Source: an optimization exercise on an open RTL-to-GDS flow (aim: small area). Production flows keep margins and buffers that such runs may drop.
Function was checked by simulation only, so behaviour that the tests miss may differ from the original.

==> design/flow/design.v <==
module ecc_dec (
    input  wire         clk,
    input  wire         rst,
    input  wire         in_valid,
    input  wire [639:0] line_in,
    input  wire [45:0]  addr,
    output reg          out_valid,
    output reg  [511:0] data_out,
    output reg          err,
    output reg  [2:0]   kind,
    output reg  [3:0]   device,
    output reg  [7:0]   syn0,
    output reg  [7:0]   syn1,
    output reg  [7:0]   swmask
);
    function [7:0] xtime;
        input [7:0] b;
        xtime = {b[6:0], 1'b0} ^ (b[7] ? 8'h1D : 8'h00);
    endfunction
    function [79:0] checks;
        input [7:0] x, y;
        reg [103:0] w;
        begin
            w[7:0]  = x;
            w[15:8] = y;
            w[16] = w[7] ^ w[15];
            w[17] = w[4] ^ w[14];
            w[18] = w[5] ^ w[9];
            w[19] = w[7] ^ w[9];
            w[20] = w[3] ^ w[19];
            w[21] = w[5] ^ w[14];
            w[22] = w[4] ^ w[13];
            w[23] = w[6] ^ w[8];
            w[24] = w[4] ^ w[12];
            w[25] = w[0] ^ w[9];
            w[26] = w[6] ^ w[14];
            w[27] = w[5] ^ w[8];
            w[28] = w[5] ^ w[15];
            w[29] = w[7] ^ w[8];
            w[30] = w[4] ^ w[8];
            w[31] = w[3] ^ w[11];
            w[32] = w[2] ^ w[10];
            w[33] = w[6] ^ w[9];
            w[34] = w[5] ^ w[13];
            w[35] = w[4] ^ w[15];
            w[36] = w[26] ^ w[28];
            w[37] = w[10] ^ w[29];
            w[38] = w[4] ^ w[9];
            w[39] = w[0] ^ w[8];
            w[40] = w[10] ^ w[30];
            w[41] = w[1] ^ w[9];
            w[42] = w[10] ^ w[39];
            w[43] = w[10] ^ w[27];
            w[44] = w[3] ^ w[16];
            w[45] = w[10] ^ w[23];
            w[46] = w[3] ^ w[29];
            w[47] = w[34] ^ w[44];
            w[48] = w[3] ^ w[37];
            w[49] = w[21] ^ w[46];
            w[50] = w[36] ^ w[40];
            w[51] = w[41] ^ w[42];
            w[52] = w[36] ^ w[37];
            w[53] = w[25] ^ w[47];
            w[54] = w[51] ^ w[52];
            w[55] = w[42] ^ w[49];
            w[56] = w[8] ^ w[11];
            w[57] = w[25] ^ w[56];
            w[58] = w[51] ^ w[56];
            w[59] = w[33] ^ w[56];
            w[60] = w[20] ^ w[56];
            w[61] = w[19] ^ w[56];
            w[62] = w[38] ^ w[56];
            w[63] = w[2] ^ w[56];
            w[64] = w[18] ^ w[56];
            w[65] = w[10] ^ w[12];
            w[66] = w[18] ^ w[65];
            w[67] = w[33] ^ w[65];
            w[68] = w[19] ^ w[65];
            w[69] = w[38] ^ w[65];
            w[70] = w[41] ^ w[65];
            w[71] = w[25] ^ w[65];
            w[72] = w[32] ^ w[67];
            w[73] = w[20] ^ w[65];
            w[74] = w[52] ^ w[71];
            w[75] = w[2] ^ w[6];
            w[76] = w[29] ^ w[75];
            w[77] = w[19] ^ w[75];
            w[78] = w[16] ^ w[75];
            w[79] = w[61] ^ w[75];
            w[80] = w[22] ^ w[78];
            w[81] = w[17] ^ w[76];
            w[82] = w[37] ^ w[75];
            w[83] = w[37] ^ w[81];
            w[84] = w[19] ^ w[80];
            w[85] = w[72] ^ w[81];
            w[86] = w[13] ^ w[43];
            w[87] = w[3] ^ w[86];
            w[88] = w[20] ^ w[86];
            w[89] = w[31] ^ w[86];
            w[90] = w[6] ^ w[57];
            w[91] = w[86] ^ w[90];
            w[92] = w[81] ^ w[90];
            w[93] = w[1] ^ w[16];
            w[94] = w[59] ^ w[93];
            w[95] = w[36] ^ w[94];
            w[96] = w[17] ^ w[93];
            w[97] = w[0] ^ w[70];
            w[98] = w[31] ^ w[97];
            w[99] = w[3] ^ w[97];
            w[100] = w[1] ^ w[34];
            w[101] = w[31] ^ w[100];
            w[102] = w[97] ^ w[101];
            w[103] = w[37] ^ w[100];
            checks[0 +: 8] = {w[41], w[39], w[34], w[32], w[31], w[26], w[24], w[16]};
            checks[8 +: 8] = {w[99], w[63], w[51], w[36], w[29], w[25], w[22], w[21]};
            checks[16 +: 8] = {w[72], w[58], w[47], w[42], w[28], w[23], w[19], w[17]};
            checks[24 +: 8] = {w[80], w[70], w[57], w[49], w[37], w[35], w[33], w[27]};
            checks[32 +: 8] = {w[103], w[81], w[71], w[61], w[45], w[44], w[30], w[18]};
            checks[40 +: 8] = {w[102], w[95], w[78], w[68], w[59], w[46], w[43], w[38]};
            checks[48 +: 8] = {w[94], w[92], w[87], w[76], w[67], w[64], w[40], w[20]};
            checks[56 +: 8] = {w[101], w[85], w[77], w[74], w[66], w[62], w[53], w[48]};
            checks[64 +: 8] = {w[98], w[88], w[84], w[82], w[69], w[60], w[55], w[52]};
            checks[72 +: 8] = {w[96], w[91], w[89], w[83], w[79], w[73], w[54], w[50]};
        end
    endfunction
    wire [63:0] ad = {18'd0, addr};
    reg [63:0]  s0, s1;
    reg [7:0]   acc;
    reg [79:0]  chk;
    reg [79:0]  z;          
    reg [7:0]   clean;
    reg [9:0]   rest_name;  
    reg [9:0]   dc_c;
    reg         mark0, mk_c;
    reg [7:0]   syn1_c;
    reg         found;
    reg [511:0] data_c;
    integer j, k;
    always @(*) begin
        for (j = 0; j < 8; j = j + 1) begin
            s0[8*j +: 8] = ad[8*j +: 8];
            acc = 8'h00;
            for (k = 9; k >= 0; k = k - 1) begin
                s0[8*j +: 8] = s0[8*j +: 8] ^ line_in[8*(10*j+k) +: 8];
                acc = xtime(acc) ^ line_in[8*(10*j+k) +: 8];
            end
            s1[8*j +: 8] = acc;
            clean[j] = ~|{s0[8*j +: 8], s1[8*j +: 8]};
            chk = checks(s0[8*j +: 8], s1[8*j +: 8]);
            for (k = 0; k < 10; k = k + 1)
                z[10*j+k] = ~|chk[8*k +: 8];
            for (k = 0; k < 8; k = k + 1)
                data_c[8*(8*j+k) +: 8] = line_in[8*(10*j+k) +: 8];
        end
        mark0 = (s0[7:0] == 8'h00) && (s1[7:0] >= 8'd1) && (s1[7:0] <= 8'd5);
        for (k = 0; k < 10; k = k + 1) begin
            rest_name[k] = 1'b1;
            for (j = 1; j < 8; j = j + 1)
                rest_name[k] = rest_name[k] & z[10*j+k];
            dc_c[k] = rest_name[k] & (z[k] | mark0);
        end
        mk_c = mark0 && (|rest_name);
        syn1_c = 8'h00;
        found  = 1'b0;
        for (j = 0; j < 8; j = j + 1) begin
            if (!found) syn1_c = s1[8*j +: 8];
            found = found | !clean[j];
        end
    end
    reg [511:0] data_r;
    reg [63:0]  s0_r;
    reg [9:0]   dc_r;
    reg         mk_r;
    reg [7:0]   swmask_r, syn1_r;
    always @(posedge clk) begin
        if (rst) out_valid <= 1'b0;
        else     out_valid <= in_valid;
        data_r   <= data_c;
        s0_r     <= s0;
        dc_r     <= dc_c;
        mk_r     <= mk_c;
        swmask_r <= ~clean;
        syn1_r   <= syn1_c;
    end
    reg       found_r;
    reg [3:0] dev_enc;
    always @(*) begin
        for (j = 0; j < 8; j = j + 1)
            for (k = 0; k < 8; k = k + 1)
                data_out[8*(8*j+k) +: 8] = data_r[8*(8*j+k) +: 8] ^ (dc_r[k] ? s0_r[8*j +: 8] : 8'h00);
        err = |swmask_r;
        dev_enc = 4'd0;
        for (k = 0; k < 10; k = k + 1)
            if (dc_r[k]) dev_enc = dev_enc | k[3:0];
        device = (err && !mk_r) ? dev_enc : 4'd0;
        if (mk_r)                    kind = syn1_r[2:0] + 3'd1;
        else if (err && ~|dc_r)      kind = 3'd1;
        else                         kind = 3'd0;
        syn0    = 8'h00;
        found_r = 1'b0;
        for (j = 0; j < 8; j = j + 1) begin
            if (!found_r) syn0 = s0_r[8*j +: 8];
            found_r = found_r | swmask_r[j];
        end
        syn1   = syn1_r;
        swmask = swmask_r;
    end
endmodule
==> design/flow/flow/run.sh <==
#!/bin/bash
# Standard layout with two changes: the port buffers are buf_1 cells (the
# resizer upsizes those on critical paths), and the 3-input xor/xnor cells
# are left out (two 2-input cells are smaller).
export BUFFER_PORTS_ARGS="-buffer_cell sky130_fd_sc_hd__buf_1"
export PLACE_PINS_ARGS="-min_distance 1 -min_distance_in_tracks"
bash standard.sh "DONT_USE_CELLS=sky130_fd_sc_hd__probe_p_8 sky130_fd_sc_hd__probec_p_8 sky130_fd_sc_hd__lpflow_bleeder_1 sky130_fd_sc_hd__lpflow_clkbufkapwr_1 sky130_fd_sc_hd__lpflow_clkbufkapwr_16 sky130_fd_sc_hd__lpflow_clkbufkapwr_2 sky130_fd_sc_hd__lpflow_clkbufkapwr_4 sky130_fd_sc_hd__lpflow_clkbufkapwr_8 sky130_fd_sc_hd__lpflow_clkinvkapwr_1 sky130_fd_sc_hd__lpflow_clkinvkapwr_16 sky130_fd_sc_hd__lpflow_clkinvkapwr_2 sky130_fd_sc_hd__lpflow_clkinvkapwr_4 sky130_fd_sc_hd__lpflow_clkinvkapwr_8 sky130_fd_sc_hd__lpflow_decapkapwr_12 sky130_fd_sc_hd__lpflow_decapkapwr_3 sky130_fd_sc_hd__lpflow_decapkapwr_4 sky130_fd_sc_hd__lpflow_decapkapwr_6 sky130_fd_sc_hd__lpflow_decapkapwr_8 sky130_fd_sc_hd__lpflow_inputiso0n_1 sky130_fd_sc_hd__lpflow_inputiso0p_1 sky130_fd_sc_hd__lpflow_inputiso1n_1 sky130_fd_sc_hd__lpflow_inputiso1p_1 sky130_fd_sc_hd__lpflow_inputisolatch_1 sky130_fd_sc_hd__lpflow_isobufsrc_1 sky130_fd_sc_hd__lpflow_isobufsrc_16 sky130_fd_sc_hd__lpflow_isobufsrc_2 sky130_fd_sc_hd__lpflow_isobufsrc_4 sky130_fd_sc_hd__lpflow_isobufsrc_8 sky130_fd_sc_hd__lpflow_isobufsrckapwr_16 sky130_fd_sc_hd__lpflow_lsbuf_lh_hl_isowell_tap_1 sky130_fd_sc_hd__lpflow_lsbuf_lh_hl_isowell_tap_2 sky130_fd_sc_hd__lpflow_lsbuf_lh_hl_isowell_tap_4 sky130_fd_sc_hd__lpflow_lsbuf_lh_isowell_4 sky130_fd_sc_hd__lpflow_lsbuf_lh_isowell_tap_1 sky130_fd_sc_hd__lpflow_lsbuf_lh_isowell_tap_2 sky130_fd_sc_hd__lpflow_lsbuf_lh_isowell_tap_4 sky130_fd_sc_hd__xor3_1 sky130_fd_sc_hd__xor3_2 sky130_fd_sc_hd__xor3_4 sky130_fd_sc_hd__xnor3_1 sky130_fd_sc_hd__xnor3_2 sky130_fd_sc_hd__xnor3_4" finish > standard.log 2>&1
==> design/flow/standard.sh <==
#!/bin/bash
# synth_recipe.tcl (not shown) runs the flow's synth.tcl, then flattens the netlist and writes it again
# the make line also repeats each setting of config.mk as NAME=value (left out here)
make -C /OpenROAD-flow-scripts/flow DESIGN_CONFIG=/design/flow/config.mk WORK_HOME=/design/flow/orfs CLKGATE_MAP_FILE= SYNTH_SCRIPT=/design/flow/synth_recipe.tcl "${@:-finish}"
==> design/flow/config.mk <==
export PLATFORM = sky130hd
export DESIGN_NAME = ecc_dec
export DESIGN_NICKNAME = ecc_dec
export VERILOG_FILES = /design/flow/design.v
export SDC_FILE = /design/flow/constraint.sdc
export NUM_CORES = 4
export LEC_CHECK = 0
export CAP_MARGIN = 20
export CORE_AREA = 2 2 288 288
export CTS_CLUSTER_DIAMETER = 150
export CTS_CLUSTER_SIZE = 25
export DIE_AREA = 0 0 290 290
export PLACE_DENSITY = 0.7
export SLEW_MARGIN = 20
==> design/flow/constraint.sdc <==
create_clock -name core_clock -period 6.0 [get_ports {clk}]
set_input_delay 1.2000 -clock core_clock [delete_from_list [all_inputs] [get_ports {clk}]]
set_output_delay 1.2000 -clock core_clock [all_outputs]
set_load 0.01 [all_outputs]
==> summary.md, run 1 <==
| Metric | Value |
|---|---|
| EDFF count, synth | `0` |
| Critical-path cell list | `buf_1, xor2_1, xor2_1, xnor2_1, xnor2_1, xnor2_1, xnor2_1, xnor2_1, xor2_1, nand4b_1, buf_4, nor4_1, buf_4, nand4_1, buf_4, nand2_1, nor4_1, a31oi_1` |
| # rows | `104` |
| Most used DFF post-synth | `dfxtp_1` |
| WL final | `200,000 um` |
| RePlAce Congestion | `1.09` |
| Fraction of layout cells with a size suffix above 1 | `6.57%` |
| TritonCTS buffer count | `28` |
| Die X | `290 um` |
| Detailed placement HPWL | `167,000 um` |
| Hold/Removal Path Class | `in2reg` |
| Crit path DAT | `6180 ps` |
| Final setup fails | `0` |
| Critical Path Most Common Cell | `xnor2_1` |
| Area of the multi-input gates | `29,800 um2` |
| Drt pass-1 iters | `7` |
| Flops & latches, synth | `604` |
| Cts hold-fix bufs | `0` |
| Post-CTS sizing | `0` |
| Area growth from synthesis to layout | `19.7%` |
| Required time of the critical path | `6590 ps` |
| Die height | `290 um` |
| Fin. max-slew vios | `0` |
| Critical Path Start | `line_in[238]` |
| Pre-CTS WS | `64.9 ps` |
| Setup total negative slack | `0 ps` |
| Slew @ Worst Pin | `1220 ps` |
| Starting Density | `52.5%` |
| End point of the critical path | `mk_r` |
| Ys async rst share | `0%` |
| Syn nets | `5,327` |
| Largest net degree at the start of global routing | `42` |
| Critical path's largest stage delay | `680 ps` |
| Setup crit start kind | `input port` |
| Gr ovfl total | `0` |
| Antenna viol nets, final | `0` |
| Status | `complete, no violations` |
| # fillers | `6,799` |
| Synthesized area | `42,400 um2` |
| Vias/cell | `5.67` |
| Crit Path Class | `in2reg` |
| H-tree levels | `1` |
| Die ar. | `84,100 um2` |
| Fin nets | `6,715` |
| Cell count after synthesis | `4,637` |
| Syn. warnings | `1` |
| Crit path time final | `5590 ps` |
| Initial antenna violation count | `14` |
| IO Port Bufs | `1,233` |
| Critical Path Sink Type | `flip-flop` |
| Critical-path top delay cell | `xnor2_1` |
| Clock tree buffer depth | `3` |
| FF/Latch Area | `12,100 um2` |
| Slew HR | `18.4%` |
| Setup Buffers After CTS | `0` |
| RSZ-0062 raised after global routing | `false` |
| Clock sinks | `604` |
| Hold_ws | `684 ps` |
| First-pass GRT wire length | `282,000 um` |
| Synth unique cells | `65` |
| Core area | `80,800 um2` |
| Post-Syn Area per Cell | `9.15 um2` |
| Via count | `40,200` |
| Sequential share of the synthesized area | `28.5%` |
| Vias in the first global route | `40,300` |
| Starting DRT DRC Count | `4,234` |
| Critical path fanouts, max | `4` |
| Residual DRC | `0` |
| Root Driver | `clkbuf_16` |
| Peak Freq | `179 MHz` |
| Number of max-cap violations | `0` |
| Fin. Hold Viols | `0` |
| Post-route setup slack | `411 ps` |
| Clk slew on worst S/H paths | `120 ps` |
| CTS tree | `yes` |
| Gr usage total | `45.5%` |
| Drt wl/cell | `28.2 um` |
| Post-route clock period utilization | `93.1%` |
| # IOs | `1,234` |
-- worst min-delay path by stage --
stage / start / to / slack (ps) / cells after the start
after floorplan: line_in[0] / data_r[0] / 1230 / 0
after global placement: line_in[605] / data_r[493] / 1350 / 1
after detailed placement: line_in[605] / data_r[493] / 1350 / 1
after CTS: line_in[87] / data_r[71] / 660 / 1
after global routing: line_in[87] / data_r[71] / 680 / 1
final: line_in[415] / data_r[335] / 680 / 1
-- state kept, by name (all words and copies together) (netlist names) --
signal,count
s0_r,64
out_valid,1
syn1_r,8
dc_r,10
swmask_r,8
mk_r,1
data_r,512
-- final cells by class --
| type | instances | share of cell area [%] |
|---|---|---|
| inverter | 26 | 0.192 |
| tap | 1060 | 2.61 |
| clock inverter | 1 | 0.0591 |
| timing repair buffer | 1512 | 13.3 |
| clock buffer | 30 | 1.44 |
| antenna | 7 | 0.0345 |
| sequential | 604 | 23.9 |
| multi-input combinational | 3853 | 58.6 |
-- metrics by stage --
stage	util [%]	instance area, um2	instances
floorplan	-	42400	4637
global placement	61.9	50000	7055
detailed placement	61.9	50000	7055
CTS	62.9	50800	7086
global route	62.9	50800	7090
finish	62.9	50800	7093
-- cell families (layout without fill, tap and decap cells) --
family,after synthesis,in the layout,synth area share (%)
and+or+nand+nor,995,995,10.7
AOI/OAI and AO/OA,169,169,2.51
adders and majority gates,1,1,0.0295
buffers and inverters,180,1569,1.60
muxes,6,6,0.147
DFF,604,604,28.5
other,0,7,0
xor gates and xnor gates,2682,2682,56.5
-- layout by cell type, fill, tap and decap left out, types with 29 or more instances in the layout --
cell type  instances
xnor2_1         2150
buf_4            278
nand3_1           37
nand4_1           67
nor3_1            47
dfxtp_1          596
xnor2_2           62
nor4_1            65
nor2_1            93
xor2_1           461
buf_1           1233
clkbuf_16         29
nand2_1          576
a21oi_1           67
-- cell usage after synthesis (12+ instances only) --
cell,instances,area share (%)
or3_1,14,0.21
a22oi_1,12,0.21
nand3_1,37,0.44
xnor2_1,2160,45
buf_1,57,0.50
nor3_1,47,0.55
nor2_1,93,0.82
clkbuf_1,95,0.84
xnor2_2,52,2.0
or4_1,13,0.23
xor2_1,462,9.5
nor4_1,65,0.96
o21ai_0,25,0.29
nand2b_1,16,0.24
inv_1,21,0.19
dfxtp_1,604,28
nand2_1,576,5.1
nand4_1,67,0.99
a21oi_1,67,0.79
-- critical path: cells and delay by family --
kind / cells / cell delay [ps]
buffers and inverters: 4 / 830
AOI/OAI and AO/OA: 1 / 160
and+or+nand+nor: 5 / 960
xor gates and xnor gates: 8 / 3010
-- routing by layer --
| layer | part of all wire, % | wire, um | global-route usage [%] | vias up |
|---|---|---|---|---|
| li1 | - | - | - | 17300 |
| met2 | 43 | 87000 | 70.8 | 2976 |
| met4 | 6.8 | 13700 | 26.7 | 12 |
| met3 | 11 | 22900 | 11.9 | 721 |
| met5 | 0.038 | 76 | 0 | - |
| met1 | 38 | 76400 | 56.8 | 19200 |
==> run 2: changes to the inputs <==
==> design/flow/flow/run.sh (replaced) <==
#!/bin/bash
# The standard layout (standard.sh) with these changes:
# - synthesis: the standard script, but abc maps with flow/map.abc (an
#   area-oriented mapping that keeps the design's xor structure) instead of
#   ORFS's speed script; flip-flops are mapped as in the standard synthesis
# - the 3-input xor/xnor cells are left out (two 2-input cells are smaller)
# - the port buffers are buf_1 cells (the resizer upsizes those on critical
#   paths) and the pins may sit one track apart, for a smaller die
export BUFFER_PORTS_ARGS="-buffer_cell sky130_fd_sc_hd__buf_1"
export PLACE_PINS_ARGS="-min_distance 1 -min_distance_in_tracks"
export ABC_SCRIPT_FILE=$PWD/flow/map.abc
bash standard.sh "DONT_USE_CELLS=sky130_fd_sc_hd__probe_p_8 sky130_fd_sc_hd__probec_p_8 sky130_fd_sc_hd__lpflow_bleeder_1 sky130_fd_sc_hd__lpflow_clkbufkapwr_1 sky130_fd_sc_hd__lpflow_clkbufkapwr_16 sky130_fd_sc_hd__lpflow_clkbufkapwr_2 sky130_fd_sc_hd__lpflow_clkbufkapwr_4 sky130_fd_sc_hd__lpflow_clkbufkapwr_8 sky130_fd_sc_hd__lpflow_clkinvkapwr_1 sky130_fd_sc_hd__lpflow_clkinvkapwr_16 sky130_fd_sc_hd__lpflow_clkinvkapwr_2 sky130_fd_sc_hd__lpflow_clkinvkapwr_4 sky130_fd_sc_hd__lpflow_clkinvkapwr_8 sky130_fd_sc_hd__lpflow_decapkapwr_12 sky130_fd_sc_hd__lpflow_decapkapwr_3 sky130_fd_sc_hd__lpflow_decapkapwr_4 sky130_fd_sc_hd__lpflow_decapkapwr_6 sky130_fd_sc_hd__lpflow_decapkapwr_8 sky130_fd_sc_hd__lpflow_inputiso0n_1 sky130_fd_sc_hd__lpflow_inputiso0p_1 sky130_fd_sc_hd__lpflow_inputiso1n_1 sky130_fd_sc_hd__lpflow_inputiso1p_1 sky130_fd_sc_hd__lpflow_inputisolatch_1 sky130_fd_sc_hd__lpflow_isobufsrc_1 sky130_fd_sc_hd__lpflow_isobufsrc_16 sky130_fd_sc_hd__lpflow_isobufsrc_2 sky130_fd_sc_hd__lpflow_isobufsrc_4 sky130_fd_sc_hd__lpflow_isobufsrc_8 sky130_fd_sc_hd__lpflow_isobufsrckapwr_16 sky130_fd_sc_hd__lpflow_lsbuf_lh_hl_isowell_tap_1 sky130_fd_sc_hd__lpflow_lsbuf_lh_hl_isowell_tap_2 sky130_fd_sc_hd__lpflow_lsbuf_lh_hl_isowell_tap_4 sky130_fd_sc_hd__lpflow_lsbuf_lh_isowell_4 sky130_fd_sc_hd__lpflow_lsbuf_lh_isowell_tap_1 sky130_fd_sc_hd__lpflow_lsbuf_lh_isowell_tap_2 sky130_fd_sc_hd__lpflow_lsbuf_lh_isowell_tap_4 sky130_fd_sc_hd__xor3_1 sky130_fd_sc_hd__xor3_2 sky130_fd_sc_hd__xor3_4 sky130_fd_sc_hd__xnor3_1 sky130_fd_sc_hd__xnor3_2 sky130_fd_sc_hd__xnor3_4" SYNTH_SCRIPT=$PWD/flow/synth.tcl finish > standard.log 2>&1
==> design/flow/flow/map.abc (new file) <==
strash
&get -n
&st
&dch
&nf
&put
==> design/flow/flow/synth.tcl (new file) <==
proc synth {args} { yosys synth -nofsm -noshare {*}$args }
# The standard synthesis with one change: abc maps with the script in
# ABC_SCRIPT_FILE instead of ORFS's speed script.
proc abc {args} {
  set i [lsearch -exact $args -script]
  if {$i >= 0} { lset args [expr {$i + 1}] $::env(ABC_SCRIPT_FILE) }
  yosys abc {*}$args
}
source $::env(SCRIPTS_DIR)/synth.tcl
# left out here: clear keep_hierarchy, flatten, clean up, hide names made inside functions, write 1_2_yosys.v
--- a/design/flow/config.mk
+++ b/design/flow/config.mk
@@ -10,5 +10,7 @@
 export CTS_CLUSTER_DIAMETER = 150
 export CTS_CLUSTER_SIZE = 25
 export DIE_AREA = 0 0 290 290
+export GPL_TIMING_DRIVEN = 0
 export PLACE_DENSITY = 0.7
+export SETUP_SLACK_MARGIN = 0.3
 export SLEW_MARGIN = 20
==> run 2 against run 1 <==
Net effect:
- final area is 0.66% higher
- area after synthesis is 5.5% lower
- worst hold slack better by 9.5 ps
- wire length is 10% lower
- via count is 8.1% lower
- critical path type unchanged
- setup slack worse by 100 ps
- count of clock-buffer cells in the layout stayed put
- synthesized cell count is 7.5% lower
==> summary.md, run 2 <==
| Metric | Value |
|---|---|
| Synth area leaders | `xnor2_1 43%, dfxtp_1 30%, xor2_1 13%` |
| Initial antenna violation count | `10` |
| Gr usage total | `40.5%` |
| Vias in the first global route | `36,500` |
| Crit path DAT | `6220 ps` |
| Metal3 WL | `21,100 um` |
| Most frequent cell after synthesis | `xnor2_1` |
| Core area | `80,800 um2` |
| Detailed placement HPWL | `144,000 um` |
| TritonCTS buffer count | `28` |
| # fillers | `7,044` |
| Critical-path cell list | `buf_1, xnor2_1, xnor2_2, xnor2_1, xnor2_1, xnor2_1, xnor2_4, xnor2_1, xnor2_2, xnor2_4, xor2_1, xor2_1, xnor2_1, nand4b_1, nor4_4, a31oi_1, a31oi_1` |
| Placed insts | `6,604` |
| Clock sinks | `604` |
| Fin nets | `6,391` |
| Hold/Removal Path Class | `in2reg` |
| Setup crit start kind | `input port` |
| Residual DRC | `0` |
| Most used DFF post-synth | `dfxtp_1` |
| Clock tree buffer depth | `3` |
| Cts hold-fix bufs | `0` |
| Die X | `290 um` |
| Top cell type's share of synthesized area | `43.2%` |
| Most frequent cells in the layout | `1,765 x xnor2_1, 1,230 x buf_1, 596 x dfxtp_1` |
| Crit path time final | `5690 ps` |
| Drt pass-1 iters | `5` |
| Vias/cell | `5.46` |
| Required time of the critical path | `6540 ps` |
| Critical path fanouts, max | `5` |
| Synthesized area | `40,100 um2` |
| Slew HR | `12.3%` |
| Syn. warnings | `1` |
| WL final | `180,000 um` |
| Fin. max-slew vios | `0` |
| Synth top cells by count | `1,980 x xnor2_1, 604 x dfxtp_1, 593 x xor2_1, 564 x nand2_1, 71 x nor4_1` |
| # rows | `104` |
| Via count | `36,900` |
| Fraction of layout cells with a size suffix above 1 | `8.42%` |
| H-tree levels | `1` |
| Area growth from synthesis to layout | `27.6%` |
| Flops & latches, synth | `604` |
| RePlAce Congestion | `1.03` |
| Status | `complete, no violations` |
| Post-route clock period utilization | `94.8%` |
| Die ar. | `84,100 um2` |
| Crit Path Class | `in2reg` |
| Drt wl/cell | `26.5 um` |
| Die height | `290 um` |
| Critical Path Most Common Cell | `xnor2_1` |
| Synth unique cells | `54` |
| Crit path buf inv count | `1` |
| Post-Syn Area per Cell | `9.35 um2` |
| Largest register FFs | `512` |
| WL met1 | `70,900 um` |
| Gr ovfl total | `0` |
| Fin. Hold Viols | `0` |
| First-pass GRT wire length | `253,000 um` |
| Sequential share of the synthesized area | `30.2%` |
| Root Driver | `clkbuf_16` |
| Top Layer Used | `met5` |
| Antenna cells | `0` |
| Slew @ Worst Pin | `1310 ps` |
| # IOs | `1,234` |
| IO Port Bufs | `1,233` |
| Final setup fails | `0` |
| CTS tree | `yes` |
| Starting DRT DRC Count | `3,273` |
| RSZ-0062 raised after global routing | `true` |
| Cell count after synthesis | `4,288` |
| Cell taking the most area after synthesis | `xnor2_1` |
| Critical-path top delay cell | `xor2_1` |
| Delay-heaviest family, CP | `XOR/XNOR gates` |
| Antenna viol nets, final | `0` |
| Pre-CTS WS | `-2410 ps` |
| Largest registers | `data_r x512, s0_r x64, dc_r x10` |
| Largest net degree at the start of global routing | `42` |
| Ys async rst share | `0%` |
| Post-route setup slack | `311 ps` |
| Number of max-cap violations | `0` |
| Critical Path Sink Type | `flip-flop` |
| Most common cell after layout, fill and taps aside | `xnor2_1` |
| Clk slew on worst S/H paths | `100 ps` |
| Routed wl met2 | `78,100 um` |
| Starting Density | `49.6%` |
| EDFF count, synth | `0` |
| Peak Freq | `176 MHz` |
| Syn nets | `4,978` |
| Biggest register | `data_r` |
| Fin cells | `6,762` |
| Critical path's largest stage delay | `570 ps` |
## run 2: cell count changes after synthesis, moves of 17 or more
cell,before,now
nor2_1,93,66
buf_1,57,0
a21oi_1,67,29
xnor2_2,52,0
nor3_1,47,30
inv_1,21,0
clkinv_1,4,37
xnor2_1,2160,1980
clkbuf_1,95,0
xor2_1,462,593
## run 2: area by class of cell
| class | count | area, um2 | area share [%] |
|---|---|---|---|
| Clock inverter | 1 | 30.0 | 0.0587 |
| Sequential cell | 604 | 12100 | 23.7 |
| Timing Repair Buffer | 1383 | 6070 | 11.9 |
| Inverter | 37 | 139 | 0.272 |
| Multi-Input combinational cell | 3647 | 30700 | 60.1 |
| Clock buffer | 30 | 729 | 1.43 |
| Tap cell | 1060 | 1330 | 2.59 |
## run 2: cell families after synthesis
kind of cell               Yosys count  share of synthesized area [%]
buffers and inverters               37                          0.346
adders and majority gates            1                         0.0312
muxes                               10                          0.250
DFF                                604                           30.2
xor gates and xnor gates          2573                           56.2
AOI/OAI and AO/OA                  143                           2.48
and+or+nand+nor                    920                           10.5
## run 2: worst paths after layout
| kind | start | end | slack, ps | depth (start not counted) |
|---|---|---|---|---|
| max | line_in[549] | mk_r | 310 | 17 |
| min | rst | out_valid | 690 | 2 |
## run 2: timing repair
action	4_1_cts	5_1_grt
buffers inserted	53	74
pin swaps	20	48
setup endpoints to repair	19	15
cloned	0	0
gates resized for setup	207	109
## run 2: metrics by stage
step	setup TNS [ps]	area [um2]	utilization [%]	hold WS, ps
2_1_floorplan	0	40100	-	1230
3_3_place_gp	-33080	46100	57.0	1350
3_5_place_dp	-30110	46800	57.9	1360
4_1_cts	0	49600	61.4	662
5_1_grt	0	51200	63.3	678
6_report	0	51200	63.3	693
## run 2: per-layer routing
| layer | track usage, % | vias to the layer above |
|---|---|---|
| met4 | 18.2 | 10 |
| met2 | 62.5 | 2366 |
| met5 | 0.113 | - |
| met1 | 51.7 | 17600 |
| met3 | 12.9 | 517 |
| li1 | - | 16400 |
==> run 3: changes to the inputs <==
--- a/design/flow/config.mk
+++ b/design/flow/config.mk
@@ -10,7 +10,5 @@
 export CTS_CLUSTER_DIAMETER = 150
 export CTS_CLUSTER_SIZE = 25
 export DIE_AREA = 0 0 290 290
-export GPL_TIMING_DRIVEN = 0
 export PLACE_DENSITY = 0.7
-export SETUP_SLACK_MARGIN = 0.3
 export SLEW_MARGIN = 20
==> run 3 against run 2 <==
Net effect:
- still clean
- area after synthesis unchanged
- first-iteration DRC count increased by 1.4%
- critical path depth up 2
- via count is 2.8% higher
- worst hold slack got worse by 2.7 ps
- die area unchanged
- final area shrank 3.2%
- global-route usage up 1.0 points
- critical path type unchanged
- highest routed layer unchanged
==> summary.md, run 3 <==
| Metric | Value |
|---|---|
| Starting Density | `49.6%` |
| Hold_ws | `691 ps` |
| Drt pass-1 iters | `7` |
| Fin. max-slew vios | `0` |
| Cell taking the most area after synthesis | `xnor2_1` |
| RePlAce Congestion | `1.08` |
| Root Driver | `clkbuf_16` |
| Largest net degree at the start of global routing | `43` |
| Vias/cell | `5.45` |
| CTS tree | `yes` |
| Crit Path Class | `in2reg` |
| Critical path's largest stage delay | `580 ps` |
| Gr usage total | `41.6%` |
| Initial antenna violation count | `3` |
| WL final | `183,000 um` |
| TritonCTS buffer count | `28` |
| Post-route clock period utilization | `95.8%` |
| Setup crit start kind | `input port` |
| Die height | `290 um` |
| Critical Path Sink Type | `flip-flop` |
| Synth top cells by count | `1,980 x xnor2_1, 604 x dfxtp_1, 593 x xor2_1, 564 x nand2_1, 71 x nor4_1` |
| # IOs | `1,234` |
| Crit path time final | `5750 ps` |
| Hold/Removal Path Class | `in2reg` |
| Placed insts | `6,926` |
| Final core occ | `61.3%` |
| Fraction of layout cells with a size suffix above 1 | `6.58%` |
| Placement Cell Area | `48,700 um2` |
| Top cell type's share of synthesized area | `43.2%` |
| FF/Latch Area | `12,100 um2` |
| Required time of the critical path | `6590 ps` |
| Synthesized area | `40,100 um2` |
| Pre-CTS WS | `-241 ps` |
| Flops & latches, synth | `604` |
| Vias in the first global route | `37,700` |
| Clock tree buffer depth | `3` |
| Via count | `38,000` |
| Slew @ Worst Pin | `1280 ps` |
| Peak Freq | `174 MHz` |
| Fin cells | `6,959` |
| Slew HR | `14.1%` |
| Hold path cells | `2` |
| Clk slew on worst S/H paths | `110 ps` |
| First-pass GRT wire length | `260,000 um` |
| Fin area | `49,500 um2` |
| Largest register FFs | `512` |
| RSZ-0062 raised after global routing | `false` |
| Fin. Hold Viols | `0` |
| Synth unique cells | `54` |
| Area growth from synthesis to layout | `23.5%` |
| Post-Syn Area per Cell | `9.35 um2` |
| Number of max-cap violations | `0` |
| Most common cell after layout, fill and taps aside | `xnor2_1` |
| Post-route setup slack | `251 ps` |
| Status | `complete, no violations` |
| H-tree levels | `1` |
| Clock sinks | `604` |
| Fin nets | `6,586` |
| Largest registers | `data_r x512, s0_r x64, dc_r x10` |
| Crit path DAT | `6340 ps` |
| Most used DFF post-synth | `dfxtp_1` |
| Gr ovfl total | `0` |
| Syn. warnings | `1` |
| # rows | `104` |
| IO Port Bufs | `1,233` |
| Critical Path Most Common Cell | `xnor2_1` |
| Crit path buf inv count | `3` |
| # fillers | `7,319` |
| Core area | `80,800 um2` |
| Residual DRC | `0` |
| Synth area leaders | `xnor2_1 43%, dfxtp_1 30%, xor2_1 13%` |
| Most frequent cell after synthesis | `xnor2_1` |
| Hold path startpoint | `rst` |
| EDFF count, synth | `0` |
| Delay-heaviest family, CP | `XOR/XNOR gates` |
| Worst-case hold path end point | `out_valid` |
| Critical path fanouts, max | `4` |
| Drt wl/cell | `26.3 um` |
| Starting DRT DRC Count | `3,318` |
| Ys async rst share | `0%` |
| Detailed placement HPWL | `152,000 um` |
| Die X | `290 um` |
| Critical-path cell list | `buf_1, xnor2_1, xnor2_1, xnor2_1, xnor2_1, xnor2_1, xnor2_1, xnor2_1, xor2_1, xor2_1, buf_4, xor2_1, nor4_1, nand4_1, or4_1, nor4_1, buf_4, a2111oi_0, a31oi_1` |
| Syn nets | `4,978` |
| Cell count after synthesis | `4,288` |
| Most frequent cells in the layout | `1,976 x xnor2_1, 1,233 x buf_1, 596 x dfxtp_1` |
| Die ar. | `84,100 um2` |
| Sequential share of the synthesized area | `30.2%` |
| Critical-path top delay cell | `xor2_1` |
| Biggest register | `data_r` |
| Final setup fails | `0` |
| Setup Buffers After CTS | `0` |
| Antenna viol nets, final | `0` |
| Area of the multi-input gates | `27,900 um2` |
[run 3: cell counts after synthesis]
No cell type changed its count.
[run 3: timing repair]
| item | in CTS | in global routing |
|---|---|---|
| gates resized for setup | 0 | 1 |
| endpoints found under the setup margin | 0 | 1 |
| hold buffers | 0 | 0 |
[run 3: worst max path at each step]
stage            startpoint         to  slack, ps  cells past startpoint
5_1_grt        line_in[559]       mk_r         40                     19
4_1_cts         line_in[62]  syn1_r[6]        450                     16
3_3_place_gp   line_in[476]       mk_r       -280                     18
3_5_place_dp    line_in[62]  syn1_r[6]       -240                     16
6_report       line_in[615]       mk_r        250                     19
2_1_floorplan   line_in[79]  syn1_r[4]         80                     15
[run 3: cell type report]
cell class / count / share of cell area, %
clock inverter: 1 / 0.0606
inverter: 37 / 0.281
antenna: 1 / 0.00505
clock buffer: 31 / 1.48
sequential: 604 / 24.5
tap: 1060 / 2.68
timing repair buffer: 1578 / 14.7
multi-input combinational: 3647 / 56.4
[run 3: cells by family after synthesis]
kind of cell / share of synthesized area [%]
AO/OA/AOI/OAI: 2.48
adder cells (fa/ha/maj): 0.0312
flip-flops: 30.2
buffers and inverters: 0.346
AND/OR/NAND/NOR: 10.5
XOR/XNOR: 56.2
multiplexers: 0.250
[run 3: routing by layer]
layer,global-route usage [%],part of all wire (%),vias to the layer above
li1,-,-,16800
met1,54.7,41,18200
met2,64.2,43,2416
met3,10.2,11,483
met4,19.1,5.3,4
met5,0,0.015,-
[run 3: through the flow]
step | TNS [ps]
floorplan | 0
global placement | -621
detailed placement | -1420
CTS | 0
global route | 0
finish | 0
==> run 4: changes to the inputs <==
--- a/design/flow/design.v
+++ b/design/flow/design.v
@@ -131,7 +131,7 @@
     reg [7:0]   clean;
     reg [9:0]   rest_name;  
     reg [9:0]   dc_c;
-    reg         mark0, mk_c;
+    reg         mark0;
     reg [7:0]   syn1_c;
     reg         found;
     reg [511:0] data_c;
@@ -159,7 +159,6 @@
                 rest_name[k] = rest_name[k] & z[10*j+k];
             dc_c[k] = rest_name[k] & (z[k] | mark0);
         end
-        mk_c = mark0 && (|rest_name);
         syn1_c = 8'h00;
         found  = 1'b0;
         for (j = 0; j < 8; j = j + 1) begin
@@ -170,7 +169,7 @@
     reg [511:0] data_r;
     reg [63:0]  s0_r;
     reg [9:0]   dc_r;
-    reg         mk_r;
+    reg         mark0_r;
     reg [7:0]   swmask_r, syn1_r;
     always @(posedge clk) begin
         if (rst) out_valid <= 1'b0;
@@ -178,22 +177,23 @@
         data_r   <= data_c;
         s0_r     <= s0;
         dc_r     <= dc_c;
-        mk_r     <= mk_c;
+        mark0_r  <= mark0;
         swmask_r <= ~clean;
         syn1_r   <= syn1_c;
     end
-    reg       found_r;
+    reg       found_r, mk;
     reg [3:0] dev_enc;
     always @(*) begin
         for (j = 0; j < 8; j = j + 1)
             for (k = 0; k < 8; k = k + 1)
                 data_out[8*(8*j+k) +: 8] = data_r[8*(8*j+k) +: 8] ^ (dc_r[k] ? s0_r[8*j +: 8] : 8'h00);
         err = |swmask_r;
+        mk = mark0_r && (|dc_r);
         dev_enc = 4'd0;
         for (k = 0; k < 10; k = k + 1)
             if (dc_r[k]) dev_enc = dev_enc | k[3:0];
-        device = (err && !mk_r) ? dev_enc : 4'd0;
-        if (mk_r)                    kind = syn1_r[2:0] + 3'd1;
+        device = (err && !mk) ? dev_enc : 4'd0;
+        if (mk)                      kind = syn1_r[2:0] + 3'd1;
         else if (err && ~|dc_r)      kind = 3'd1;
         else                         kind = 3'd0;
         syn0    = 8'h00;
==> run 4 against run 3 <==
Net effect:
- critical path type unchanged
- highest routed layer unchanged
- fmax rose by 5.1%
- via count rose by 2.0%
- flip-flop and latch count did not move
- sequential share of layout area fell by 0.053 points
- area after synthesis barely moved
==> summary.md, run 4 <==
| Metric | Value |
|---|---|
| TritonCTS buffer count | `28` |
| Fraction of layout cells with a size suffix above 1 | `6.71%` |
| Post-Syn Area per Cell | `9.35 um2` |
| Hold/Removal Path Class | `in2reg` |
| Fin cells | `6,979` |
| Required time of the critical path | `6590 ps` |
| Pre-CTS WS | `78.9 ps` |
| Crit path time final | `5470 ps` |
| Fin. max-slew vios | `0` |
| Placement Cell Area | `48,800 um2` |
| Die height | `290 um` |
| Largest register FFs | `512` |
| Gr ovfl total | `0` |
| FF/Latch Area | `12,100 um2` |
| Cts hold-fix bufs | `0` |
| First-pass GRT wire length | `277,000 um` |
| Biggest register | `data_r` |
| Post-route clock period utilization | `91.2%` |
| Syn. warnings | `1` |
| Drt wl/cell | `28.0 um` |
| Clock sinks | `604` |
| Synth unique cells | `50` |
| Die ar. | `84,100 um2` |
| Clk slew on worst S/H paths | `120 ps` |
| RePlAce Congestion | `1.14` |
| Die X | `290 um` |
| Most frequent cells in the layout | `1,949 x xnor2_1, 1,233 x buf_1, 596 x dfxtp_1` |
| Critical path's largest stage delay | `700 ps` |
| Core area | `80,800 um2` |
| Critical Path Most Common Cell | `xnor2_1` |
| Synth area leaders | `xnor2_1 43%, dfxtp_1 30%, xor2_1 13%` |
| Post-CTS sizing | `0` |
| IO Port Bufs | `1,233` |
| Slew HR | `14.3%` |
| Setup Buffers After CTS | `0` |
| Largest registers | `data_r x512, s0_r x64, dc_r x10` |
| Antenna viol nets, final | `0` |
| Starting DRT DRC Count | `3,657` |
| Crit path DAT | `6060 ps` |
| Cell taking the most area after synthesis | `xnor2_1` |
| Crit Path Class | `in2reg` |
| # fillers | `7,087` |
| Peak Freq | `183 MHz` |
| Crit path buf inv count | `2` |
| Fin. Hold Viols | `0` |
| Delay-heaviest family, CP | `XOR/XNOR gates` |
| Placed insts | `6,939` |
| Most used DFF post-synth | `dfxtp_1` |
| Flops & latches, synth | `604` |
| Critical path fanouts, max | `6` |
| Vias in the first global route | `39,400` |
| Top cell type's share of synthesized area | `42.6%` |
| Starting Density | `49.6%` |
| Via count | `38,700` |
| Critical Path Sink Type | `flip-flop` |
| Critical-path top delay cell | `xnor2_1` |
| Synthesized area | `40,100 um2` |
| Gr usage total | `44.6%` |
| Post-route setup slack | `527 ps` |
| Drt pass-1 iters | `7` |
| Largest net degree at the start of global routing | `46` |
| Root Driver | `clkbuf_16` |
| EDFF count, synth | `0` |
| Residual DRC | `0` |
| Fin area | `49,600 um2` |
| H-tree levels | `1` |
| Setup total negative slack | `0 ps` |
| Cell count after synthesis | `4,291` |
| Fin nets | `6,599` |
| Clock tree buffer depth | `3` |
| Most common cell after layout, fill and taps aside | `xnor2_1` |
| Most frequent cell after synthesis | `xnor2_1` |
| Sequential share of the synthesized area | `30.2%` |
| Number of max-cap violations | `0` |
| Slew @ Worst Pin | `1280 ps` |
| WL final | `196,000 um` |
| Synth top cells by count | `1,952 x xnor2_1, 604 x dfxtp_1, 584 x xor2_1, 572 x nand2_1, 71 x nor4_1` |
| # rows | `104` |
| Area of the multi-input gates | `27,900 um2` |
| Ys async rst share | `0%` |
| Status | `complete, no violations` |
| Setup crit start kind | `input port` |
| # IOs | `1,234` |
| Vias/cell | `5.55` |
| Syn nets | `4,981` |
| Initial antenna violation count | `11` |
| Final setup fails | `0` |
| RSZ-0062 raised after global routing | `false` |
| CTS tree | `yes` |
| Detailed placement HPWL | `163,000 um` |
| Area growth from synthesis to layout | `23.7%` |
| Critical-path cell list | `buf_1, xor2_1, xnor2_1, xnor2_1, xnor2_1, xnor2_1, xnor2_1, xnor2_1, xnor2_1, xnor2_1, nor4bb_1, buf_4, nand4b_1, nor4_1, nand4_1, nor4_1` |
run 4: kinds of logic (layout without fill, tap and decap cells):
kind of cell	count (synthesis)	after routing	synth area share, %
muxes	13	13	0.328
other	0	6	0
adders and majority gates	1	1	0.0312
DFF	604	604	30.2
xor gates and xnor gates	2536	2536	55.4
and+or+nand+nor	908	908	10.4
buffers and inverters	42	1664	0.393
AOI/OAI and AO/OA	187	187	3.28
run 4: per-layer routing:
metal	vias to the layer above	routed length, um	track usage, %
li1	17000	-	-
met1	18500	75800	54.8
met2	2640	84100	68.5
met3	608	22400	13.9
met4	10	13200	26.3
met5	-	84	0
run 4: final cells by class:
class / count / area share, %
antenna: 6 / 0.0303
clock buffer: 33 / 1.49
clock inverter: 1 / 0.0605
inverter: 42 / 0.318
multi-input combinational: 3645 / 56.2
sequential: 604 / 24.4
tap: 1060 / 2.67
timing repair buffer: 1588 / 14.8
run 4: final timing paths:
path	start	end	slack, ps	depth (start not counted)
setup / recovery	line_in[639]	dc_r[1]	530	16
hold / removal	rst	out_valid	680	2
run 4: metrics by stage:
step	hold slack, ps	utilization (%)
finish	678	61.4
global route	673	61.4
CTS	651	61.4
detailed placement	1360	60.4
global placement	1360	60.4
floorplan	1230	-
==> run 5: changes to the inputs <==
==> design/flow/flow/map.abc (replaced) <==
strash
&get -n
&st
&b
&dch
&nf
&put
==> run 5 against run 4 <==
Net effect:
- first-iteration DRC count shrank 5.9%
- cell count decreased by 2.2%
- core utilization is 1.3 points lower
- final area is 2.1% lower
- critical path type unchanged
==> summary.md, run 5 <==
| Metric | Value |
|---|---|
| Core area | `80,800 um2` |
| EDFF count, synth | `0` |
| Sequential share of the synthesized area | `30.4%` |
| First-pass GRT wire length | `260,000 um` |
| Syn nets | `4,920` |
| Drt pass-1 iters | `7` |
| Critical Path Most Common Cell | `xnor2_1` |
| Slew @ Worst Pin | `1190 ps` |
| Via count | `36,800` |
| Critical Path Sink Type | `flip-flop` |
| Hold/Removal Path Class | `in2reg` |
| Clk slew on worst S/H paths | `110 ps` |
| Vias in the first global route | `37,500` |
| H-tree levels | `1` |
| # IOs | `1,234` |
| Area growth from synthesis to layout | `22.0%` |
| Top cell type's share of synthesized area | `41.3%` |
| Compound-gate portion of the synthesized area | `1.62%` |
| Antenna viol nets, final | `0` |
| Cell taking the most area after synthesis | `xnor2_1` |
| Drt wl/cell | `26.9 um` |
| Initial antenna violation count | `10` |
| Most common cell after layout, fill and taps aside | `xnor2_1` |
| Crit path buf inv count | `1` |
| Fin. Hold Viols | `0` |
| Slew HR | `20.3%` |
| Post-CTS sizing | `0` |
| Required time of the critical path | `6520 ps` |
| Starting DRT DRC Count | `3,442` |
| Placed insts | `6,790` |
| Cell count after synthesis | `4,230` |
| Critical-path cell list | `buf_1, xor2_1, xnor2_1, xnor2_1, xnor2_1, xnor2_1, xnor2_1, xnor2_1, xor2_1, xnor2_1, nand4_1, nor4_1, nand4_1, nor4_1` |
| Peak Freq | `182 MHz` |
| Largest register FFs | `512` |
| Residual DRC | `0` |
| Ys async rst share | `0%` |
| IO Port Bufs | `1,233` |
| Synth area leaders | `xnor2_1 41%, dfxtp_1 30%, xor2_1 16%` |
| Setup total negative slack | `0 ps` |
| Number of max-cap violations | `0` |
| Gr ovfl total | `0` |
| Die ar. | `84,100 um2` |
| Setup crit start kind | `input port` |
| Fin cells | `6,825` |
| Largest family of logic cells by synthesized area | `XOR/XNOR gates` |
| Critical-path top delay cell | `xnor2_1` |
| Final core occ | `60.1%` |
| Synth unique cells | `43` |
| Most frequent cell after synthesis | `xnor2_1` |
| Die height | `290 um` |
| # rows | `104` |
| Crit path DAT | `6010 ps` |
| Gr usage total | `41.8%` |
| Post-Synth Simple-Gate Area | `10.2%` |
| RePlAce Congestion | `1.11` |
| Most used DFF post-synth | `dfxtp_1` |
| Crit Path Class | `in2reg` |
| Synth top cells by count | `1,880 x xnor2_1, 726 x xor2_1, 604 x dfxtp_1, 564 x nand2_1, 82 x nor4_1` |
| Largest net degree at the start of global routing | `42` |
| Clock tree buffer depth | `3` |
| Biggest register | `data_r` |
| Cts hold-fix bufs | `0` |
| Fraction of layout cells with a size suffix above 1 | `5.29%` |
| Crit path time final | `5480 ps` |
| Hold_ws | `685 ps` |
| Status | `complete, no violations` |
| Post-synthesis mux area share | `0.330%` |
| Starting Density | `49.3%` |
| Vias/cell | `5.40` |
| Critical path's largest stage delay | `900 ps` |
| Critical path fanouts, max | `5` |
| Post-Syn Area per Cell | `9.41 um2` |
| Synth Area in XOR/XNOR | `57.3%` |
| Die X | `290 um` |
| Setup Buffers After CTS | `0` |
| WL final | `183,000 um` |
| Most frequent cells in the layout | `1,880 x xnor2_1, 1,233 x buf_1, 726 x xor2_1` |
| CTS tree | `yes` |
| Synthesized area | `39,800 um2` |
| Post-route clock period utilization | `91.4%` |
| Final setup fails | `0` |
| RSZ-0062 raised after global routing | `false` |
| TritonCTS buffer count | `28` |
| Synth Area in Adders | `0.0314%` |
| Root Driver | `clkbuf_16` |
| Fin nets | `6,450` |
| Largest registers | `data_r x512, s0_r x64, dc_r x10` |
| Delay-heaviest family, CP | `XOR/XNOR gates` |
| Fin. max-slew vios | `0` |
| Detailed placement HPWL | `152,000 um` |
| Flops & latches, synth | `604` |
| Clock sinks | `604` |
| Syn. warnings | `1` |
## run 5: worst paths after layout
check                   startpoint          end  slack [ps]  cells after the start
worst max-delay path  line_in[319]      dc_r[8]         520                     14
worst min-delay path  line_in[575]  data_r[463]         680                      1
## run 5: routing by layer
layer | global-route usage [%] | share of wire (%) | vias to the layer above
met4 | 22.1 | 5.9 | 6
li1 | - | - | 16400
met1 | 52.6 | 40 | 17600
met3 | 12.7 | 11 | 523
met2 | 64.0 | 43 | 2304
met5 | 0.284 | 0.028 | -
## run 5: area by class of cell
class,count,area (um2)
inverter,12,45.0
antenna,3,7.51
multi-input combinational,3614,27700
clock inverter,1,30.0
timing repair buffer,1500,6630
sequential,604,12100
fill,7395,32200
clock buffer,31,733
tap,1060,1330
## run 5: per-stage QoR
stage               instance area [um2]  setup slack, ps
finish                            48600              517
global route                      48600              472
CTS                               48600              751
detailed placement                47800             44.3
global placement                  47800            -98.1
floorplan                         39800              634
## run 5: kinds of logic after synthesis
family / count (synthesis)
XOR/XNOR: 2606
AND/OR/NAND/NOR: 882
flip-flops: 604
AO/OA/AOI/OAI: 112
multiplexers: 13
buffers and inverters: 12
adder cells (fa/ha/maj): 1
==> run 6: changes to the inputs <==
==> design/flow/config.mk (replaced) <==
export PLATFORM = sky130hd
export DESIGN_NAME = ecc_dec
export DESIGN_NICKNAME = ecc_dec
export VERILOG_FILES = /design/flow/design.v
export SDC_FILE = /design/flow/constraint.sdc
export NUM_CORES = 4
export LEC_CHECK = 0
export CAP_MARGIN = 10
export CORE_AREA = 2 2 288 288
export CTS_CLUSTER_DIAMETER = 120
export CTS_CLUSTER_SIZE = 20
export DIE_AREA = 0 0 290 290
export PLACE_DENSITY = 0.7
export SLEW_MARGIN = 10
==> run 6 against run 5 <==
Net effect:
- setup slack worse by 170 ps
- first-iteration DRC count down 2.8%
- sequential share of layout area decreased by 0.12 points
- synthesized cell count is the same
- critical path type unchanged
- highest routed layer unchanged
==> summary.md, run 6 <==
| Metric | Value |
|---|---|
| Status | `complete, no violations` |
| Hold path startpoint | `rst` |
| Fraction of layout cells with a size suffix above 1 | `5.49%` |
| Root Driver | `clkbuf_16` |
| Most used DFF post-synth | `dfxtp_1` |
| Crit Path Class | `in2reg` |
| Critical-path top delay cell | `a2111oi_0` |
| IO Port Bufs | `1,233` |
| Vias in the first global route | `37,500` |
| Gr usage total | `42.0%` |
| Placement Cell Area | `47,800 um2` |
| Most frequent cells in the layout | `1,880 x xnor2_1, 1,233 x buf_1, 726 x xor2_1` |
| # rows | `104` |
| Drt pass-1 iters | `5` |
| # fillers | `7,409` |
| RSZ-0062 raised after global routing | `false` |
| Critical-path cell list | `buf_1, xnor2_1, xnor2_1, xnor2_1, xor2_1, xnor2_1, xor2_1, xnor2_1, nor4_1, buf_4, nand2_1, buf_4, nor3_1, buf_4, a2111oi_0, o22ai_1, buf_4, o21a_1, a221o_1` |
| Synth top cells by count | `1,880 x xnor2_1, 726 x xor2_1, 604 x dfxtp_1, 564 x nand2_1, 82 x nor4_1` |
| Peak Freq | `177 MHz` |
| Synthesized area | `39,800 um2` |
| TritonCTS buffer count | `37` |
| Syn nets | `4,920` |
| Fin nets | `6,459` |
| Worst-case hold path end point | `out_valid` |
| First-pass GRT wire length | `260,000 um` |
| Cts hold-fix bufs | `0` |
| Hold/Removal Path Class | `in2reg` |
| Vias/cell | `5.41` |
| Top cell type's share of synthesized area | `41.3%` |
| Biggest register | `data_r` |
| Crit path time final | `5650 ps` |
| Flops & latches, synth | `604` |
| Critical path fanouts, max | `8` |
| Required time of the critical path | `6490 ps` |
| # IOs | `1,234` |
| Core area | `80,800 um2` |
| Die ar. | `84,100 um2` |
| Largest net degree at the start of global routing | `42` |
| Fin area | `48,800 um2` |
| Clk slew on worst S/H paths | `90 ps` |
| EDFF count, synth | `0` |
| Critical Path Sink Type | `flip-flop` |
| Cell taking the most area after synthesis | `xnor2_1` |
| Drt wl/cell | `26.9 um` |
| Largest register FFs | `512` |
| Initial antenna violation count | `9` |
| Slew @ Worst Pin | `1200 ps` |
| Fin. max-slew vios | `0` |
| Syn. warnings | `1` |
| WL final | `184,000 um` |
| Setup crit start kind | `input port` |
| Residual DRC | `0` |
| Starting Density | `49.3%` |
| Post-CTS sizing | `0` |
| Post-Syn Area per Cell | `9.41 um2` |
| Clock tree buffer depth | `3` |
| Slew HR | `17.8%` |
| Fin cells | `6,837` |
| Die height | `290 um` |
| Gr ovfl total | `0` |
| Synth unique cells | `43` |
| CTS tree | `yes` |
| Placed insts | `6,790` |
| Synth area leaders | `xnor2_1 41%, dfxtp_1 30%, xor2_1 16%` |
| Largest registers | `data_r x512, s0_r x64, dc_r x10` |
| Most common cell after layout, fill and taps aside | `xnor2_1` |
| Via count | `37,000` |
| Antenna viol nets, final | `0` |
| Ys async rst share | `0%` |
| Clock sinks | `604` |
| Cell count after synthesis | `4,230` |
| Fin. Hold Viols | `0` |
| Sequential share of the synthesized area | `30.4%` |
| Critical Path Most Common Cell | `xnor2_1` |
| Die X | `290 um` |
| Hold path cells | `2` |
| Most frequent cell after synthesis | `xnor2_1` |
| Final setup fails | `0` |
| Critical path's largest stage delay | `1020 ps` |
| Crit path DAT | `6140 ps` |
| Area growth from synthesis to layout | `22.6%` |
| RePlAce Congestion | `1.11` |
| Post-route clock period utilization | `94.1%` |
| H-tree levels | `2` |
| Detailed placement HPWL | `152,000 um` |
| Starting DRT DRC Count | `3,344` |
| Number of max-cap violations | `0` |
| Setup Buffers After CTS | `0` |
run 6: cell counts after synthesis:
No cell type changed its count.
run 6: stage by stage:
stage	setup TNS (ps)	worst slack (ps)	hold WS, ps	util [%]
3_5_place_dp	-162	-162	1350	59.2
6_report	0	352	741	60.4
5_1_grt	0	208	736	60.4
2_1_floorplan	0	634	1230	-
3_3_place_gp	-98.1	-98.1	1350	59.2
4_1_cts	0	441	722	60.4
run 6: how the worst max path moves through the flow:
stage	start	to	cells past startpoint
4_1_cts	line_in[143]	syn1_r[2]	19
2_1_floorplan	line_in[78]	syn1_r[6]	14
3_3_place_gp	line_in[143]	syn1_r[2]	19
6_report	line_in[143]	syn1_r[2]	19
5_1_grt	line_in[143]	syn1_r[2]	19
3_5_place_dp	line_in[143]	syn1_r[2]	19
run 6: cells by family after synthesis:
| logic type | count (synthesis) | synth area share [%] |
|---|---|---|
| AO/OA/AOI/OAI | 112 | 1.62 |
| buffers and inverters | 12 | 0.113 |
| AND/OR/NAND/NOR | 882 | 10.2 |
| multiplexers | 13 | 0.330 |
| flip-flops | 604 | 30.4 |
| adder cells (fa/ha/maj) | 1 | 0.0314 |
| XOR/XNOR | 2606 | 57.3 |
run 6: final cells by class:
class | instances | area [um2] | area share (%)
Clock buffer | 38 | 930 | 1.90
Antenna cell | 4 | 10.0 | 0.0205
Timing Repair Buffer | 1500 | 6630 | 13.6
Inverter | 12 | 45.0 | 0.0923
Tap cell | 1060 | 1330 | 2.72
Clock inverter | 5 | 72.6 | 0.149
Multi-Input combinational cell | 3614 | 27700 | 56.7
Sequential cell | 604 | 12100 | 24.8
run 6: layer usage:
layer | track usage (%) | wire length (um) | vias to the layer above
met1 | 52.8 | 73100 | 17700
met4 | 22.2 | 10900 | 6
li1 | - | - | 16500
met3 | 12.8 | 20700 | 543
met5 | 0.284 | 57 | -
met2 | 64.4 | 79000 | 2301
run 6: critical path: cells and delay by family:
| family | cells | cell delay [ps] |
|---|---|---|
| AND/OR/NAND/NOR | 3 | 290 |
| AO/OA/AOI/OAI | 4 | 1600 |
| XOR/XNOR | 7 | 2170 |
| buffers and inverters | 5 | 880 |
==> run 7: changes to the inputs <==
==> design/flow/config.mk (replaced) <==
export PLATFORM = sky130hd
export DESIGN_NAME = ecc_dec
export DESIGN_NICKNAME = ecc_dec
export VERILOG_FILES = /design/flow/design.v
export SDC_FILE = /design/flow/constraint.sdc
export NUM_CORES = 4
export LEC_CHECK = 0
export CAP_MARGIN = 20
export CORE_AREA = 2 2 288 288
export CTS_CLUSTER_DIAMETER = 120
export CTS_CLUSTER_SIZE = 20
export DIE_AREA = 0 0 290 290
export PLACE_DENSITY = 0.8
export SLEW_MARGIN = 20
==> run 7 against run 6 <==
Net effect:
- wire length up 4.1%
- die area unchanged
- worst hold slack worse by 11 ps
- sequential share of layout area down 0.11 points
- global-route usage up 1.8 points
- critical path type is now reg2out
==> summary.md, run 7 <==
| Metric | Value |
|---|---|
| Largest register FFs | `512` |
| EDFF count, synth | `0` |
| Peak Freq | `180 MHz` |
| Clock tree buffer depth | `3` |
| First-pass GRT wire length | `269,000 um` |
| Cell taking the most area after synthesis | `xnor2_1` |
| Initial antenna violation count | `25` |
| Most frequent cell after synthesis | `xnor2_1` |
| Worst-case hold path end point | `data_r[143]` |
| Sequential share of the synthesized area | `30.4%` |
| Required time of the critical path | `4800 ps` |
| Die ar. | `84,100 um2` |
| Fin. max-slew vios | `0` |
| Setup Buffers After CTS | `0` |
| H-tree levels | `2` |
| Placed insts | `6,807` |
| TritonCTS buffer count | `37` |
| Detailed placement HPWL | `156,000 um` |
| Slew HR | `19.2%` |
| Critical Path Sink Type | `output port` |
| WL final | `191,000 um` |
| Fraction of layout cells with a size suffix above 1 | `5.80%` |
| Flops & latches, synth | `604` |
| CTS tree | `yes` |
| Number of max-cap violations | `0` |
| Hold path startpoint | `line_in[175]` |
| Most common cell after layout, fill and taps aside | `xnor2_1` |
| Ys async rst share | `0%` |
| Critical path fanouts, max | `19` |
| Crit path time final | `5560 ps` |
| Hold/Removal Path Class | `in2reg` |
| Root Driver | `clkbuf_16` |
| Drt wl/cell | `27.8 um` |
| Fin cells | `6,870` |
| Vias in the first global route | `38,200` |
| RSZ-0062 raised after global routing | `false` |
| Synth top cells by count | `1,880 x xnor2_1, 726 x xor2_1, 604 x dfxtp_1, 564 x nand2_1, 82 x nor4_1` |
| Drt pass-1 iters | `8` |
| Vias/cell | `5.53` |
| RePlAce Congestion | `1.06` |
| Residual DRC | `0` |
| # rows | `104` |
| Top cell type's share of synthesized area | `41.3%` |
| Cell count after synthesis | `4,230` |
| Post-Syn Area per Cell | `9.41 um2` |
| Pre-CTS WS | `196 ps` |
| Core area | `80,800 um2` |
| Clk slew on worst S/H paths | `90 ps` |
| # IOs | `1,234` |
| Syn. warnings | `1` |
| Setup total negative slack | `0 ps` |
| Largest registers | `data_r x512, s0_r x64, dc_r x10` |
| Post-CTS sizing | `0` |
| Synth unique cells | `43` |
| Fin. Hold Viols | `0` |
| Synth area leaders | `xnor2_1 41%, dfxtp_1 30%, xor2_1 16%` |
| IO Port Bufs | `1,233` |
| Most used DFF post-synth | `dfxtp_1` |
| Biggest register | `data_r` |
| Area growth from synthesis to layout | `23.2%` |
| Post-route clock period utilization | `92.6%` |
| Setup crit start kind | `flip-flop` |
| Antenna viol nets, final | `0` |
| # fillers | `7,174` |
| Most frequent cells in the layout | `1,880 x xnor2_1, 1,233 x buf_1, 726 x xor2_1` |
| Starting Density | `49.3%` |
| Die X | `290 um` |
| Hold path cells | `1` |
| Syn nets | `4,920` |
| Clock sinks | `604` |
| Cts hold-fix bufs | `0` |
| Fin nets | `6,476` |
| Final setup fails | `0` |
| Crit path DAT | `4360 ps` |
| Die height | `290 um` |
| Status | `complete, no violations` |
| Post-route setup slack | `443 ps` |
| Largest net degree at the start of global routing | `46` |
| Gr ovfl total | `0` |
| Gr usage total | `43.7%` |
| Crit Path Class | `reg2out` |
| Synthesized area | `39,800 um2` |
| Starting DRT DRC Count | `3,759` |
| Slew @ Worst Pin | `1200 ps` |
| Via count | `38,000` |
-- run 7: cell count changes in the layout (fill, tap and decap cells not counted) --
cell        previous run  this run
buf_4                267       284
clkbuf_16             37        39
clkinv_4               3         0
clkinv_8               0         1
clkinvlp_4             0         1
diode_2                4        18
inv_6                  0         1
-- run 7: stage by stage --
stage / utilization [%] / cell area (um2) / hold WS, ps
finish: 60.7 / 49000 / 730
global placement: 59.3 / 47900 / 1350
global route: 60.7 / 49000 / 723
detailed placement: 59.3 / 47900 / 1350
CTS: 60.6 / 49000 / 714
floorplan: - / 39800 / 1230
-- run 7: layout make-up --
| cell class | count | area (um2) | share of cell area (%) |
|---|---|---|---|
| clock buffers | 40 | 980 | 2.00 |
| multi-input cells | 3614 | 27700 | 56.5 |
| flip-flops and latches | 604 | 12100 | 24.7 |
| well taps | 1060 | 1330 | 2.70 |
| inverters | 12 | 45.0 | 0.0918 |
| repair buffers | 1517 | 6760 | 13.8 |
| clock inverters | 5 | 78.8 | 0.161 |
| diodes | 18 | 45.0 | 0.0918 |
-- run 7: metal layers --
layer,up-vias,routed length (um),global-route usage [%]
li1,16500,-,-
met1,18100,73800,54.6
met2,2733,81900,66.3
met3,637,24200,15.3
met4,14,11100,22.6
met5,-,138,0.908
-- run 7: critical path, cell delays in order, from the launching register on --
cell and delay (ps):
dfxtp_1 500, or2_0 280, buf_4 190, or3_1 630, or3_1 660, nor2_1 630
a21oi_1 380, o21ai_0 160, buf_1 290
-- run 7: worst max-delay path by stage --
stage | start | endpoint | slack [ps] | cells after the start
floorplan | line_in[78] | syn1_r[6] | 630 | 14
global placement | line_in[398] | dc_r[8] | 200 | 16
detailed placement | line_in[63] | syn1_r[2] | 200 | 16
CTS | swmask_r[0] | syn0[2] | 630 | 8
global route | swmask_r[0] | syn0[2] | 370 | 8
finish | swmask_r[0] | syn0[2] | 440 | 8
-- run 7: logic make-up (layout without fill, tap and decap cells) --
group | count (synthesis) | in the layout | share of synthesized area (%)
fa+ha+maj | 1 | 1 | 0.0314
mux | 13 | 13 | 0.330
compound gates | 112 | 112 | 1.62
flops | 604 | 604 | 30.4
simple gates | 882 | 882 | 10.2
buf+inv | 12 | 1574 | 0.113
xor+xnor | 2606 | 2606 | 57.3
other cells | 0 | 18 | 0

-- static timing again, ports no longer ideal --
In the flow no input, the clock included, has a driving cell. The finished layouts below were timed again as built, in two steps.
Step 1 sets driving cells, clkbuf_16 on the clock port and buf_2 on the other inputs (assumed; they add their load-dependent delay and slew).
Step 2 times the ports against the registers' clock, not the clock port: input delays grow and output delays shrink by t, the midpoint of the rising clock arrivals with the driver on.
Slacks: ideal / step 1 / step 2; pairs: ideal / step 1.
run | t (ns) | setup slack, ns | worst data-port slew with drivers (ns)
run 1 | 0.722 | 0.411 / 0.393 / -0.267 | 0.14
run 2 | 0.712 | 0.311 / 0.355 / -0.357 | 0.13
run 3 | 0.716 | 0.251 / 0.294 / -0.422 | 0.16
run 4 | 0.731 | 0.527 / 0.547 / -0.184 | 0.11
run 5 | 0.714 | 0.517 / 0.563 / -0.150 | 0.09
run 6 | 0.669 | 0.352 / 0.401 / -0.267 | 0.09
run 7 | 0.669 | 0.443 / 0.375 / 0.088 | 0.21
Met with ideal ports but missed after step 2: setup timing in 6 of these runs. The setup slack of run 4, which loses most, moves by +0.020 ns with the drivers and by -0.711 ns with both steps.
